Source: an optimization exercise on an open RTL-to-GDS flow (aim: small area, a short achievable clock period and few clock cycles per item). Production flows keep margins and buffers that such runs may drop. RTL that was checked went through simulation tests only; none was proved equivalent to the original.

==> branch yarrow: inputs <==
## flow_hash
module flow_hash (
    input  wire         clk,
    input  wire         rst,
    input  wire [63:0]  hash_key0,
    input  wire [63:0]  hash_key1,
    input  wire [4:0]   bucket_bits,
    input  wire         in_valid,
    output wire         in_ready,
    input  wire         in_ipv6,
    input  wire         in_sym,
    input  wire [7:0]   in_proto,
    input  wire [15:0]  in_zone,
    input  wire [15:0]  in_sport,
    input  wire [15:0]  in_dport,
    input  wire [127:0] in_saddr,
    input  wire [127:0] in_daddr,
    output wire         out_valid,
    input  wire         out_ready,
    output wire [63:0]  out_hash,
    output wire [3:0]   out_shard,
    output wire [21:0]  out_bucket,
    output wire [15:0]  out_group,
    output wire         out_key_swap
);
    reg          busy;            
    reg  [3:0]   cnt;             
    reg          ipv6;
    reg          key_swap;
    reg          seen;            
    reg          swap_pre;        
    reg  [63:0]  v0, v1, v2, v3;
    reg  [63:0]  s1, s2, s3, s4;  
    reg  [63:0]  mw;              
    reg          pend;
    reg          res_full;
    reg  [63:0]  res_hash;
    reg          res_swap;
    reg  [21:0]  bmask;
    reg          last;            
    reg          rdy;             
    function [1:0] cmp128(input [127:0] a, input [127:0] b);
        reg [127:0] g, e;
        integer n, i;
        begin
            g = a & ~b;
            e = ~(a ^ b);
            for (n = 64; n >= 1; n = n / 2)
                for (i = 0; i < n; i = i + 1) begin
                    g[i] = g[2*i+1] | (e[2*i+1] & g[2*i]);
                    e[i] = e[2*i+1] & e[2*i];
                end
            cmp128 = {g[0], e[0]};
        end
    endfunction
    function [63:0] bswap(input [63:0] d);
        bswap = {d[7:0], d[15:8], d[23:16], d[31:24],
                 d[39:32], d[47:40], d[55:48], d[63:56]};
    endfunction
    wire [1:0] c_hi = cmp128({32'd0, in_saddr[127:32]}, {32'd0, in_daddr[127:32]});
    wire [1:0] c_lo = cmp128({96'd0, in_saddr[31:0]}, {96'd0, in_daddr[31:0]});
    wire [1:0] c_pt = cmp128({112'd0, in_sport}, {112'd0, in_dport});
    wire lo_gt  = c_lo[1] || (c_lo[0] && c_pt[1]);    
  ...
==> module sip_round, before the edit <==
module sip_round (
    input  wire [63:0] v0_i,
    input  wire [63:0] v1_i,
    input  wire [63:0] v2_i,
    input  wire [63:0] v3_i,
    input  wire [63:0] x0,
    input  wire [63:0] x2,
    input  wire [63:0] x3,
    input  wire        init,
    input  wire [63:0] k0,
    input  wire [63:0] k1,
    input  wire [63:0] k2,
    input  wire [63:0] k3,
    output wire [63:0] v0_o,
    output wire [63:0] v1_o,
    output wire [63:0] v2_o,
    output wire [63:0] v3_o,
    output wire [63:0] h_o
);
    wire [63:0] ga0, ta0, ga2, ta2, gb0, tb0, gb2, tb2, a0r, a1, a2, a3;
    wire [62:0] ca0, ca2, cb0, cb2;
    sr_pg     u_pg  (.v0(v0_i), .v1(v1_i), .v2(v2_i), .v3(v3_i),
                     .ga0(ga0), .ta0(ta0), .ga2(ga2), .ta2(ta2));
    add64_pfx u_ca0 (.g(ga0), .p(ta0), .c(ca0));
    add64_pfx u_ca2 (.g(ga2), .p(ta2), .c(ca2));
    sr_mid    u_mid (.v0(v0_i), .v1(v1_i), .v2(v2_i), .v3(v3_i), .ca0(ca0), .ca2(ca2),
                     .gb0(gb0), .tb0(tb0), .gb2(gb2), .tb2(tb2),
                     .a0r(a0r), .a1(a1), .a2(a2), .a3(a3));
    add64_pfx u_cb0 (.g(gb0), .p(tb0), .c(cb0));
    add64_pfx u_cb2 (.g(gb2), .p(tb2), .c(cb2));
    wire [63:0] e0, e1, e2, e3, eh;
    sr_early  u_early (.a0r(a0r), .a1(a1), .a2(a2), .a3(a3), .x0(x0), .x2(x2), .x3(x3),
                       .e0(e0), .e1(e1), .e2(e2), .e3(e3), .eh(eh));
    sr_post   u_post (.cb0(cb0), .cb2(cb2), .e0(e0), .e1(e1), .e2(e2), .e3(e3), .eh(eh),
                      .init(init), .k0(k0), .k1(k1), .k2(k2), .k3(k3),
                      .v0(v0_o), .v1(v1_o), .v2(v2_o), .v3(v3_o), .h(h_o));
endmodule
==> module sr_pg, before the edit <==
module sr_pg (
    input  wire [63:0] v0,
    input  wire [63:0] v1,
    input  wire [63:0] v2,
    input  wire [63:0] v3,
    output wire [63:0] ga0,
    output wire [63:0] ta0,
    output wire [63:0] ga2,
    output wire [63:0] ta2
);
    assign ga0 = v0 & v1;
    assign ta0 = v0 | v1;
    assign ga2 = v2 & v3;
    assign ta2 = v2 | v3;
endmodule
==> module sr_mid, before the edit <==
module sr_mid (
    input  wire [63:0] v0,
    input  wire [63:0] v1,
    input  wire [63:0] v2,
    input  wire [63:0] v3,
    input  wire [62:0] ca0,
    input  wire [62:0] ca2,
    output wire [63:0] gb0,
    output wire [63:0] tb0,
    output wire [63:0] gb2,
    output wire [63:0] tb2,
    output wire [63:0] a0r,
    output wire [63:0] a1,
    output wire [63:0] a2,
    output wire [63:0] a3
);
    localparam [62:0] INV = 63'h55555555ffff55f6;
    wire [63:0] a0  = v0 ^ v1 ^ {ca0 ^ INV, 1'b0};
    assign a2  = v2 ^ v3 ^ {ca2 ^ INV, 1'b0};
    assign a0r = {a0[31:0], a0[63:32]};
    assign a1  = {v1[50:0], v1[63:51]} ^ a0;
    assign a3  = {v3[47:0], v3[63:48]} ^ a2;
    assign gb0 = a0r & a3;
    assign tb0 = a0r | a3;
    assign gb2 = a2 & a1;
    assign tb2 = a2 | a1;
endmodule
==> module sr_early, before the edit <==
module sr_early (
    input  wire [63:0] a0r,
    input  wire [63:0] a1,
    input  wire [63:0] a2,
    input  wire [63:0] a3,
    input  wire [63:0] x0,
    input  wire [63:0] x2,
    input  wire [63:0] x3,
    output wire [63:0] e0,
    output wire [63:0] e1,
    output wire [63:0] e2,
    output wire [63:0] e3,
    output wire [63:0] eh
);
    wire [63:0] pb0 = a0r ^ a3;
    wire [63:0] pb2 = a2 ^ a1;
    wire [63:0] a1r = {a1[46:0], a1[63:47]};              
    wire [63:0] a3r = {a3[42:0], a3[63:43]};              
    wire [63:0] pbr = {pb2[31:0], pb2[63:32]};            
    assign e0 = pb0 ^ x0;
    assign e1 = a1r ^ pb2;
    assign e2 = pbr ^ x2;
    assign e3 = a3r ^ pb0 ^ x3;
    assign eh = a1r ^ a3r ^ pb2 ^ pbr;
endmodule
==> module sr_post, before the edit <==
module sr_post (
    input  wire [62:0] cb0,
    input  wire [62:0] cb2,
    input  wire [63:0] e0,
    input  wire [63:0] e1,
    input  wire [63:0] e2,
    input  wire [63:0] e3,
    input  wire [63:0] eh,
    input  wire        init,
    input  wire [63:0] k0,
    input  wire [63:0] k1,
    input  wire [63:0] k2,
    input  wire [63:0] k3,
    output wire [63:0] v0,
    output wire [63:0] v1,
    output wire [63:0] v2,
    output wire [63:0] v3,
    output wire [63:0] h
);
    localparam [62:0] INV = 63'h55555555ffff55f6;
    wire [63:0] c0  = {cb0 ^ INV, 1'b0};
    wire [63:0] c2  = {cb2 ^ INV, 1'b0};
    wire [63:0] c2r = {c2[31:0], c2[63:32]};
    assign v0 = init ? k0 : e0 ^ c0;
    assign v1 = init ? k1 : e1 ^ c2;
    assign v2 = init ? k2 : e2 ^ c2r;
    assign v3 = init ? k3 : e3 ^ c0;
    assign h  = eh ^ c2 ^ c2r;
endmodule
==> flow/config.mk <==
export PLATFORM = sky130hd
export DESIGN_NAME = flow_hash
export DESIGN_NICKNAME = flow_hash
export VERILOG_FILES = /design/flow/design.v
export SDC_FILE = /design/flow/constraint.sdc
export NUM_CORES = 4
export LEC_CHECK = 0
export CAP_MARGIN = 20
export CORE_MARGIN = 2
export CORE_UTILIZATION = 42
export CTS_BUF_LIST = sky130_fd_sc_hd__clkbuf_8
export CTS_CLUSTER_SIZE = 20
export SETUP_SLACK_MARGIN = 5
export SLEW_MARGIN = 20
export SYNTH_HIERARCHICAL = 1
export SYNTH_MINIMUM_KEEP_SIZE = 0
==> flow/constraint.sdc <==
create_clock -name core_clock -period 11.0 [get_ports {clk}]
set_input_delay 2.2000 -clock core_clock [delete_from_list [all_inputs] [get_ports {clk}]]
set_output_delay 2.2000 -clock core_clock [all_outputs]
set_load 0.01 [all_outputs]
standard.sh (not shown) runs the stock make flow with config.mk's settings and CLKGATE_MAP_FILE= SYNTH_SCRIPT=/design/flow/synth_recipe.tcl, a recipe that flattens the netlist after the stock synthesis.
==> flow/flow/run.sh <==
#!/bin/bash
bash standard.sh SETUP_SLACK_MARGIN=6 \
    "BUFFER_PORTS_ARGS=-buffer_cell sky130_fd_sc_hd__buf_1" \
    finish > standard.log 2>&1
==> inputs of branch cedar, as changes to branch yarrow <==
--- a/flow/design.v
+++ b/flow/design.v
@@ -190,18 +190,15 @@
 );
-    wire [63:0] ga0, ta0, ga2, ta2, gb0, tb0, gb2, tb2, a0r, a1, a2, a3;
+    wire [63:0] ga0, pa0, ga2, pa2, gb0, pb0, gb2, pb2, a1, a3;
     wire [62:0] ca0, ca2, cb0, cb2;
     sr_pg     u_pg  (.v0(v0_i), .v1(v1_i), .v2(v2_i), .v3(v3_i),
-                     .ga0(ga0), .ta0(ta0), .ga2(ga2), .ta2(ta2));
-    add64_pfx u_ca0 (.g(ga0), .p(ta0), .c(ca0));
-    add64_pfx u_ca2 (.g(ga2), .p(ta2), .c(ca2));
-    sr_mid    u_mid (.v0(v0_i), .v1(v1_i), .v2(v2_i), .v3(v3_i), .ca0(ca0), .ca2(ca2),
-                     .gb0(gb0), .tb0(tb0), .gb2(gb2), .tb2(tb2),
-                     .a0r(a0r), .a1(a1), .a2(a2), .a3(a3));
-    add64_pfx u_cb0 (.g(gb0), .p(tb0), .c(cb0));
-    add64_pfx u_cb2 (.g(gb2), .p(tb2), .c(cb2));
-    wire [63:0] e0, e1, e2, e3, eh;
-    sr_early  u_early (.a0r(a0r), .a1(a1), .a2(a2), .a3(a3), .x0(x0), .x2(x2), .x3(x3),
-                       .e0(e0), .e1(e1), .e2(e2), .e3(e3), .eh(eh));
-    sr_post   u_post (.cb0(cb0), .cb2(cb2), .e0(e0), .e1(e1), .e2(e2), .e3(e3), .eh(eh),
-                      .init(init), .k0(k0), .k1(k1), .k2(k2), .k3(k3),
+                     .ga0(ga0), .pa0(pa0), .ga2(ga2), .pa2(pa2));
+    add64_pfx u_ca0 (.g(ga0), .p(pa0), .c(ca0));
+    add64_pfx u_ca2 (.g(ga2), .p(pa2), .c(ca2));
+    sr_mid    u_mid (.v1(v1_i), .v3(v3_i), .pa0(pa0), .ca0(ca0), .pa2(pa2), .ca2(ca2),
+                     .gb0(gb0), .pb0(pb0), .gb2(gb2), .pb2(pb2), .a1(a1), .a3(a3));
+    add64_pfx u_cb0 (.g(gb0), .p(pb0), .c(cb0));
+    add64_pfx u_cb2 (.g(gb2), .p(pb2), .c(cb2));
+    sr_post   u_post (.pb0(pb0), .cb0(cb0), .pb2(pb2), .cb2(cb2), .a1(a1), .a3(a3),
+                      .x0(x0), .x2(x2), .x3(x3), .init(init),
+                      .k0(k0), .k1(k1), .k2(k2), .k3(k3),
                       .v0(v0_o), .v1(v1_o), .v2(v2_o), .v3(v3_o), .h(h_o));
@@ -214,25 +211,23 @@
     output wire [63:0] ga0,
-    output wire [63:0] ta0,
+    output wire [63:0] pa0,
     output wire [63:0] ga2,
-    output wire [63:0] ta2
+    output wire [63:0] pa2
 );
     assign ga0 = v0 & v1;
-    assign ta0 = v0 | v1;
+    assign pa0 = v0 ^ v1;
     assign ga2 = v2 & v3;
-    assign ta2 = v2 | v3;
+    assign pa2 = v2 ^ v3;
 endmodule
 module sr_mid (
-    input  wire [63:0] v0,
     input  wire [63:0] v1,
-    input  wire [63:0] v2,
     input  wire [63:0] v3,
+    input  wire [63:0] pa0,
     input  wire [62:0] ca0,
+    input  wire [63:0] pa2,
     input  wire [62:0] ca2,
     output wire [63:0] gb0,
-    output wire [63:0] tb0,
+    output wire [63:0] pb0,
     output wire [63:0] gb2,
-    output wire [63:0] tb2,
-    output wire [63:0] a0r,
+    output wire [63:0] pb2,
     output wire [63:0] a1,
-    output wire [63:0] a2,
     output wire [63:0] a3
@@ -240,5 +235,5 @@
     localparam [62:0] INV = 63'h55555555ffff55f6;
-    wire [63:0] a0  = v0 ^ v1 ^ {ca0 ^ INV, 1'b0};
-    assign a2  = v2 ^ v3 ^ {ca2 ^ INV, 1'b0};
-    assign a0r = {a0[31:0], a0[63:32]};
+    wire [63:0] a0  = pa0 ^ {ca0 ^ INV, 1'b0};
+    wire [63:0] a2  = pa2 ^ {ca2 ^ INV, 1'b0};
+    wire [63:0] a0r = {a0[31:0], a0[63:32]};
     assign a1  = {v1[50:0], v1[63:51]} ^ a0;
@@ -246,10 +241,12 @@
     assign gb0 = a0r & a3;
-    assign tb0 = a0r | a3;
+    assign pb0 = a0r ^ a3;
     assign gb2 = a2 & a1;
-    assign tb2 = a2 | a1;
+    assign pb2 = a2 ^ a1;
 endmodule
-module sr_early (
-    input  wire [63:0] a0r,
+module sr_post (
+    input  wire [63:0] pb0,
+    input  wire [62:0] cb0,
+    input  wire [63:0] pb2,
+    input  wire [62:0] cb2,
     input  wire [63:0] a1,
-    input  wire [63:0] a2,
     input  wire [63:0] a3,
@@ -258,27 +255,2 @@
     input  wire [63:0] x3,
-    output wire [63:0] e0,
-    output wire [63:0] e1,
-    output wire [63:0] e2,
-    output wire [63:0] e3,
-    output wire [63:0] eh
-);
-    wire [63:0] pb0 = a0r ^ a3;
-    wire [63:0] pb2 = a2 ^ a1;
-    wire [63:0] a1r = {a1[46:0], a1[63:47]};              
-    wire [63:0] a3r = {a3[42:0], a3[63:43]};              
-    wire [63:0] pbr = {pb2[31:0], pb2[63:32]};            
-    assign e0 = pb0 ^ x0;
-    assign e1 = a1r ^ pb2;
-    assign e2 = pbr ^ x2;
-    assign e3 = a3r ^ pb0 ^ x3;
-    assign eh = a1r ^ a3r ^ pb2 ^ pbr;
-endmodule
-module sr_post (
-    input  wire [62:0] cb0,
-    input  wire [62:0] cb2,
-    input  wire [63:0] e0,
-    input  wire [63:0] e1,
-    input  wire [63:0] e2,
-    input  wire [63:0] e3,
-    input  wire [63:0] eh,
     input  wire        init,
@@ -295,10 +267,12 @@
     localparam [62:0] INV = 63'h55555555ffff55f6;
-    wire [63:0] c0  = {cb0 ^ INV, 1'b0};
-    wire [63:0] c2  = {cb2 ^ INV, 1'b0};
-    wire [63:0] c2r = {c2[31:0], c2[63:32]};
-    assign v0 = init ? k0 : e0 ^ c0;
-    assign v1 = init ? k1 : e1 ^ c2;
-    assign v2 = init ? k2 : e2 ^ c2r;
-    assign v3 = init ? k3 : e3 ^ c0;
-    assign h  = eh ^ c2 ^ c2r;
+    wire [63:0] b0  = pb0 ^ {cb0 ^ INV, 1'b0};
+    wire [63:0] b2  = pb2 ^ {cb2 ^ INV, 1'b0};
+    wire [63:0] a1r = {a1[46:0], a1[63:47]};              
+    wire [63:0] a3r = {a3[42:0], a3[63:43]};              
+    wire [63:0] b2r = {b2[31:0], b2[63:32]};              
+    assign v0 = init ? k0 : b0 ^ x0;
+    assign v1 = init ? k1 : a1r ^ b2;
+    assign v2 = init ? k2 : b2r ^ x2;
+    assign v3 = init ? k3 : a3r ^ b0 ^ x3;
+    assign h  = a1r ^ a3r ^ b2 ^ b2r;
 endmodule
==> flow/run.sh (new file) <==
#!/bin/bash
# synth_recipe.tcl (not shown) runs the flow's synth.tcl, then flattens the netlist and writes it again
# the make line also repeats each setting of config.mk as NAME=value (left out here)
make -C /OpenROAD-flow-scripts/flow DESIGN_CONFIG=/design/flow/config.mk WORK_HOME=/design/flow/orfs CLKGATE_MAP_FILE= SYNTH_SCRIPT=/design/flow/synth_recipe.tcl finish
--- a/flow/config.mk
+++ b/flow/config.mk
@@ -10,4 +10,2 @@
 export CORE_UTILIZATION = 42
-export CTS_BUF_LIST = sky130_fd_sc_hd__clkbuf_8
-export CTS_CLUSTER_SIZE = 20
 export SETUP_SLACK_MARGIN = 5
removed: flow/flow/run.sh
removed: flow/standard.sh
==> comparison <==
In branch yarrow the routed wire length is larger than in branch cedar, by 5.8%. Of branch yarrow and branch cedar, branch cedar has the higher global-route usage (gap 2.1 points). In branch cedar the clock skew is higher than in branch yarrow, by 0.0047 ns.
Testbench counts of branch yarrow, summed over its fixed seeds: cycles 37,616, items 3,200.
No functional check of the RTL was part of branch cedar.

[afterwards: timing with drivers on the ports]
No port has a modelled driver above. Below, the same layouts with a new extraction and two added sets of constraints. Step 1 assumes that a clkbuf_16 drives the clock port and a buf_2 every other input. Step 2, shift: input delay + t, output delay - t, t = (earliest + latest rising clock arrival at the registers) / 2. This alone moves slack from input paths to output paths. Slacks: ideal / step 1 / step 2; pairs: ideal / step 1.
run	t, ns	slack for setup (ns)	hold slack, ns
branch yarrow	0.975	5.855 / 5.855 / 5.705	0.482 / 0.482 / 0.482
branch cedar	0.778	4.869 / 4.869 / 4.555	0.497 / 0.497 / 0.497
After both steps setup and hold are still met in every run listed. The setup slack of branch cedar, which loses most, moves by 0.000 ns with the drivers and by -0.314 ns with both steps.
